What follows belongs to an exercise in optimizing a design on an open flow for small area, a short achievable clock period and few clock cycles per item; a production flow would make more cautious choices.
The RTL was checked by simulation tests, not by an equivalence proof against the original design.

File: flow/design.v
module fma32 (
    input  wire        clk,
    input  wire        rst,
    input  wire        in_valid,
    output wire        in_ready,
    input  wire [31:0] a,
    input  wire [31:0] b,
    input  wire [31:0] c,
    output reg         out_valid,
    output reg  [31:0] d
);
    assign in_ready = 1'b1;
    reg        v0;
    reg [31:0] a0, b0, c0;
    always @(posedge clk) begin
        v0 <= in_valid & ~rst;
        a0 <= a;
        b0 <= b;
        c0 <= c;
    end
    wire        sa = a0[31];
    wire        sb = b0[31];
    wire        sc = c0[31];
    wire [7:0]  ea = a0[30:23];
    wire [7:0]  eb = b0[30:23];
    wire [7:0]  ec = c0[30:23];
    wire [22:0] fa = a0[22:0];
    wire [22:0] fb = b0[22:0];
    wire [22:0] fc = c0[22:0];
    wire ea_max = &ea, eb_max = &eb, ec_max = &ec;
    wire ea_nz  = |ea, eb_nz  = |eb, ec_nz  = |ec;
    wire fa_nz  = |fa, fb_nz  = |fb, fc_nz  = |fc;
    wire a_nan  = ea_max & fa_nz;
    wire b_nan  = eb_max & fb_nz;
    wire c_nan  = ec_max & fc_nz;
    wire a_inf  = ea_max & ~fa_nz;
    wire b_inf  = eb_max & ~fb_nz;
    wire c_inf  = ec_max & ~fc_nz;
    wire a_zero = ~ea_nz & ~fa_nz;
    wire b_zero = ~eb_nz & ~fb_nz;
    wire c_zero = ~ec_nz & ~fc_nz;
    wire sp = sa ^ sb;
    wire [23:0] ma = {ea_nz, fa};
    wire [23:0] mb = {eb_nz, fb};
    wire [23:0] mc = {ec_nz, fc};
    wire [7:0]  xa = {ea[7:1], ea[0] | ~ea_nz};
    wire [7:0]  xb = {eb[7:1], eb[0] | ~eb_nz};
    wire [7:0]  xc = {ec[7:1], ec[0] | ~ec_nz};
    wire [47:0] prod = ma * mb;
    wire [9:0]  xab     = {2'b00, xa} + {2'b00, xb};
    wire [10:0] sh_raw  = {1'b0, xab} - {3'b000, xc} - 11'd98;
    wire        a_or_b_zero = a_zero | b_zero;
    wire        clamped = sh_raw[10] | a_or_b_zero;
    wire [6:0]  sh      = clamped ? 7'd0
                        : (sh_raw[9:0] > 10'd80) ? 7'd80 : sh_raw[6:0];
    wire [8:0]  limit   = clamped ? ({1'b0, xc} - 9'd1) : (xab[8:0] - 9'd99);
    wire [103:0] cw     = {mc, 80'd0} >> sh;
    wire [78:0]  c_al   = {cw[103:26], |cw[25:0]};
    wire prod_inf = a_inf | b_inf;
    wire invalid  = a_nan | b_nan | c_nan
                  | (a_inf & b_zero) | (b_inf & a_zero)
                  | (prod_inf & c_inf & (sp != sc));
    reg        v1;
    reg [47:0] prod1;
    reg [78:0] c_al1;
    reg [8:0]  limit1;
    reg        sub1, sc1, sp1, nan1, inf1, infs1, zs1;
    always @(posedge clk) begin
        v1     <= v0 & ~rst;
        prod1  <= prod;
        c_al1  <= c_al;
        limit1 <= limit;
        sub1   <= sp ^ sc;
        sc1    <= sc;
        sp1    <= sp;
        nan1   <= invalid;
        inf1   <= prod_inf | c_inf;
        infs1  <= prod_inf ? sp : sc;
        zs1    <= a_or_b_zero & sp & sc;
    end
    wire [78:0] p_al = {28'd0, prod1, 3'd0};
    wire [79:0] t    = {1'b0, c_al1} + {1'b0, p_al ^ {79{sub1}}};
    wire        co   = t[79];
    wire        inc  = sub1 & co;
    wire        inv  = sub1 & ~co;
    wire [78:0] mag  = (t[78:0] + {78'd0, inc}) ^ {79{inv}};
    wire        rs   = sub1 ? (co ? sc1 : sp1) : sc1;
    wire [78:0] stop = (limit1 <= 9'd78) ? (79'd1 << (7'd78 - limit1[6:0])) : 79'd0;
    wire [78:0] lzin = mag | stop;
    reg [6:0] lz;
    integer i;
    always @(*) begin
        lz = 7'd0;
        for (i = 0; i < 79; i = i + 1)
            if (lzin[i]) lz = 7'd78 - i[6:0];
    end
    wire zero = ~|mag;
    reg        v2;
    reg [78:0] mag2;
    reg [6:0]  lz2;
    reg [8:0]  limit2;
    reg        rs2, nan2, inf2, infs2, zs2, zero2;
    always @(posedge clk) begin
        v2     <= v1 & ~rst;
        mag2   <= mag;
        lz2    <= lz;
        limit2 <= limit1;
        rs2    <= rs;
        nan2   <= nan1;
        inf2   <= inf1;
        infs2  <= infs1;
        zs2    <= zs1;
        zero2  <= zero;
    end
    wire [78:0] tn     = mag2 << lz2;
    wire [23:0] sig    = tn[78:55];
    wire        guard  = tn[54];
    wire        sticky = |tn[53:0];
    wire        rnd_up = guard & (sticky | sig[0]);
    wire [24:0] sig_r  = {1'b0, sig} + {24'd0, rnd_up};
    wire [8:0]  em1 = limit2 - {2'b00, lz2};
    wire [9:0]  ex  = {1'b0, em1} + {8'd0, sig_r[24:23]};
    wire        ovf = ex >= 10'd255;
    reg [31:0] result;
    always @(*) begin
        if (nan2)
            result = 32'h7FC00000;
        else if (inf2)
            result = {infs2, 8'hFF, 23'd0};
        else if (zero2)
            result = {zs2, 31'd0};
        else if (ovf)
            result = {rs2, 8'hFF, 23'd0};
        else
            result = {rs2, ex[7:0], sig_r[22:0]};
    end
    always @(posedge clk) begin
        out_valid <= v2 & ~rst;
        d         <= result;
    end
endmodule
File: flow/run.sh
#!/bin/bash
# synth_recipe.tcl (not shown) runs the flow's synth.tcl, then flattens the netlist and writes it again
# the make line also repeats each setting of config.mk as NAME=value (left out here)
make -C /OpenROAD-flow-scripts/flow DESIGN_CONFIG=/design/flow/config.mk WORK_HOME=/design/flow/orfs CLKGATE_MAP_FILE= SYNTH_SCRIPT=/design/flow/synth_recipe.tcl finish
File: flow/constraint.sdc
create_clock -name core_clock -period 28.0 [get_ports {clk}]
set_input_delay 5.6000 -clock core_clock [delete_from_list [all_inputs] [get_ports {clk}]]
set_output_delay 5.6000 -clock core_clock [all_outputs]
set_load 0.01 [all_outputs]
File: flow/config.mk
export PLATFORM = sky130hd
export DESIGN_NAME = fma32
export DESIGN_NICKNAME = fma32
export VERILOG_FILES = /design/flow/design.v
export SDC_FILE = /design/flow/constraint.sdc
export NUM_CORES = 4
export LEC_CHECK = 0
export CAP_MARGIN = 20
export CORE_MARGIN = 2
export CORE_UTILIZATION = 40
export SLEW_MARGIN = 20
==> run_results.csv <==
group,metric,value,unit
grt,grt_antenna_before_repair,1,
critical_path,timing.critical_path.from_type,"register",
floorplanning,fp.dieArea,122000,um^2
sta,finalClockSkew,0.0512,ns
grt,track_usage,25.1,%
floorplanning,placementRows,126,
clock_network,cts-htree-levels,2,
critical_path,path_max_fanout,42,
synthesis,yosys_warnings,1,
drt,antenna_violating_nets_post_route,0,
synthesis,postSynthCellCount,5809,
grt,global_routing_met2_resource_utilization,40.0,%
sta,tightest_slew,1.13,ns
floorplanning,die_height,349,um
synthesis,synth-edff-count,0,
clock_network,hold_buffers,0,
finish,area.sequential,7540,um^2
sta,hold_ws,0.326,ns
sta,setup-violations-final,0,
sta,slew_viol_final,0,
place,dp_hpwl,121,mm
clock_network,cts.sinks,376,
finish,num-fill-cells,11700,
clock_network,cts_inserted_buffers,47,
drt,route.vias.total,42100,
synthesis,synth-seq-area-share,15.8,%
clock_network,cts_tree,"yes",
sta,fmax,0.107,GHz
finish,post_route_cells_drive_above_1_share,5.89,%
synthesis,postSynth.asyncResetShare,0,%
clock_network,max-clock-path-buffers,3,
critical_path,required,28.55,ns
sta,max-slew-margin-rel,23.8,%
job,maxCapViolCount,0,
synthesis,synth.distinct_cells,113,
drt,initial_detailed_routing_violation_count,3357,
synthesis,synth.cell_area,47600,um^2
grt,grt_max_degree,86,
floorplanning,design.portCount,133,
grt,gr-total-overflow,0,
critical_path,ff2ff_path_depth,24,
sta,report.final.hold_viol_count,0,
sta,timing.setup.tns,0,ns
drt,finalWirelength,155,mm
grt,via_count_of_the_first_global_routing_pass,40700,
drt,drt-vias-per-instance,5.74,
grt,first_pass_grt_wire_length,239,mm
place,gp_routability_congestion,0.975,
clock_network,cts.repair.resized,0,
grt,busiest_layer,"met2",
grt,groute.layer.met1.usage,34.3,%
floorplanning,placeableCoreArea,118000,um^2
worst_hold_path,min_path_type,"reg2reg",
synthesis,synthFlopType,"dfxtp_1",
sta,rsz0062_at_grt,"no",
sta,post-route-min-period,9.34,ns
grt,global_route.usage.met3,3.17,%
floorplanning,start_util,40.3,%
critical_path,worst_setup_path_end_kind,"register",
clock_network,clock-root-buffer,"clkbuf_16",
drt,drc_errors,0,
clock_network,postCtsSetupBuffers,0,
drt,route.detailed.wl_per_inst,21.2,um
finish,multi_input_gate_area_in_the_final_layout,36800,um^2
clock_network,worstSkewPairLatency,0.66,ns
sta,period_share,33.4,%
finish,finish.net_count,6642,
synthesis,synth.net_count,6681,
synthesis,yosys_register_bits,376,
run_status,run_status,"finished clean",
drt,drt_pre_antenna_iters,6,
clock_network,worst_setup_hold_path_clk_slew,0.07,ns
floorplanning,fp.dieW,349,um
critical_path,crit_arrival,9.89,ns
synthesis,post_synth.cell_area_avg,8.20,um^2
finish,area_delta_synth_final,9.21,%
worst_hold_path,min_delay_path_depth,0,
place,io_buffers,131,
critical_path,critPathKind,"reg2reg",
-- cells in the mapped netlist (22+ instances only) --
master	n	area share (%)
nand2_1	848	6.7
inv_1	584	4.6
fa_1	487	20
nor2_1	430	3.4
dfxtp_1	376	16
ha_1	286	7.5
clkbuf_1	247	1.9
a21oi_1	234	2.5
and2_1	233	3.1
xnor2_1	227	4.2
o21ai_0	219	2.3
nand3_1	131	1.4
xor2_1	114	2.1
nor3_1	100	1.1
mux2i_1	80	1.7
a211oi_1	76	1.2
nand4_1	75	0.99
a21o_1	67	1.1
mux4_2	66	3.1
nor4_1	66	0.87
and3_1	51	0.67
a31oi_1	50	0.66
nor2b_1	49	0.64
o211ai_1	46	0.73
o22ai_1	43	0.56
nand2b_1	37	0.49
or3_1	37	0.49
buf_1	35	0.28
o21a_1	33	0.52
o21bai_1	32	0.50
a211o_1	29	0.53
a21boi_0	23	0.36
o31ai_1	22	0.35
-- kinds of logic after synthesis --
kind of cell    after synthesis  share of synthesized area (%)
buf+inv                     893                           7.11
fa+ha+maj                   773                           28.0
xor+xnor                    349                           6.64
simple gates               2181                           22.0
compound gates             1074                           15.2
flops                       376                           15.8
other cells                   1                        0.00787
mux                         162                           5.18
-- layer usage --
metal | vias to the layer above | share of wire [%]
met5 | - | 0.0084
met4 | 2 | 4.6
met3 | 294 | 6.1
met2 | 1503 | 45
met1 | 20700 | 44
li1 | 19700 | -
-- worst max-delay path: stages (launching register included) --
cell	delay (ns)
dfxtp_4	0.69
buf_4	0.65
xor2_1	0.15
ha_1	0.46
nand3_1	0.15
or3_4	0.38
a211o_1	0.43
a21oi_2	0.27
o2111a_1	0.27
o2111ai_1	0.36
a31oi_1	0.31
ha_1	0.19
ha_1	0.18
o211ai_1	0.09
nor4_1	0.38
o2111a_1	0.47
and3_1	0.24
nand4_1	0.31
nor3_1	0.60
nand4_1	0.44
or3_4	0.48
xnor2_1	0.13
o311ai_0	0.71
nand4_1	0.40
nor4_1	0.39
-- cell usage in the layout, fill, tap and decap left out, types with 14 or more instances in the layout --
master	count
nand2_1	847
inv_1	584
fa_1	487
nor2_1	429
dfxtp_1	371
ha_1	286
and2_1	233
a21oi_1	233
xnor2_1	227
o21ai_0	219
nand3_1	131
clkdlybuf4s50_1	131
xor2_1	114
nor3_1	99
buf_4	84
mux2i_1	80
a211oi_1	76
nand4_1	75
a21o_1	67
mux4_2	66
nor4_1	65
and3_1	51
a31oi_1	50
nor2b_1	49
clkbuf_16	47
o211ai_1	46
o22ai_1	43
or3_1	37
nand2b_1	37
o21a_1	33
o21bai_1	32
a211o_1	29
a21boi_0	23
o31ai_1	22
or2_2	19
nor3b_1	17
mux2_2	16
a2111oi_0	14
-- sequential cells by signal (all words and copies together) (netlist names), 7 cells and up --
signal	cells
prod1	48
mag2	79
lz2	7
c_al1	79
c0	32
limit1	9
b0	32
a0	32
limit2	9
d	32
-- path summary, 6_finish.rpt --
check	start	endpoint	slack (ns)
worst min-delay path	zs1	zs2	0.33
worst max register to register	sub1	lz2[6]	18.66
worst max-delay path	sub1	lz2[6]	18.66
worst min register to register	zs1	zs2	0.33
-- cell type report --
class / count / area share, %
timing repair buffer: 216 / 3.75
clock buffer: 56 / 2.42
clock inverter: 30 / 0.722
sequential: 376 / 14.5
tap: 1536 / 3.69
inverter: 589 / 4.25
multi-input combinational: 4540 / 70.7
antenna: 1 / 0.00481
-- metrics by stage --
stage               instances  area, um^2  worst slack [ns]  util (%)
finish                   7344       52000             18.66      44.1
global route             7343       52000             17.83      44.0
global placement         7256       50400             19.02      42.6
CTS                      7342       52000             18.71      44.0
floorplan                5809       47600             20.03         -
detailed placement       7256       50400             18.73      42.6
Testbench counts, summed over its fixed seeds: cycles 24,032, items 24,000.

[re-timing with driven ports]
No port has a modelled driver above. Below, the same layout with a new extraction and two added sets of constraints. Step 1, drivers: a clkbuf_16 drives clk and a buf_2 each remaining input, both assumed. Step 2 times the ports against the registers' clock, not the clock port: input delays grow and output delays shrink by t, the midpoint of the rising clock arrivals with the driver on. Slacks: ideal / step 1 / step 2; pairs: ideal / step 1.
t (ns): 0.701
setup WS [ns]: 18.662 / 18.662 / 18.662
slew at the worst register clock pin (ns): 0.07 / 0.07
worst slew at a driven data input, ns: 0.06
pins driven straight from the clock port: 1
After both steps this run still meets setup and hold. For this run, drivers alone change the setup slack by 0.000 ns; drivers and shift together by 0.000 ns.
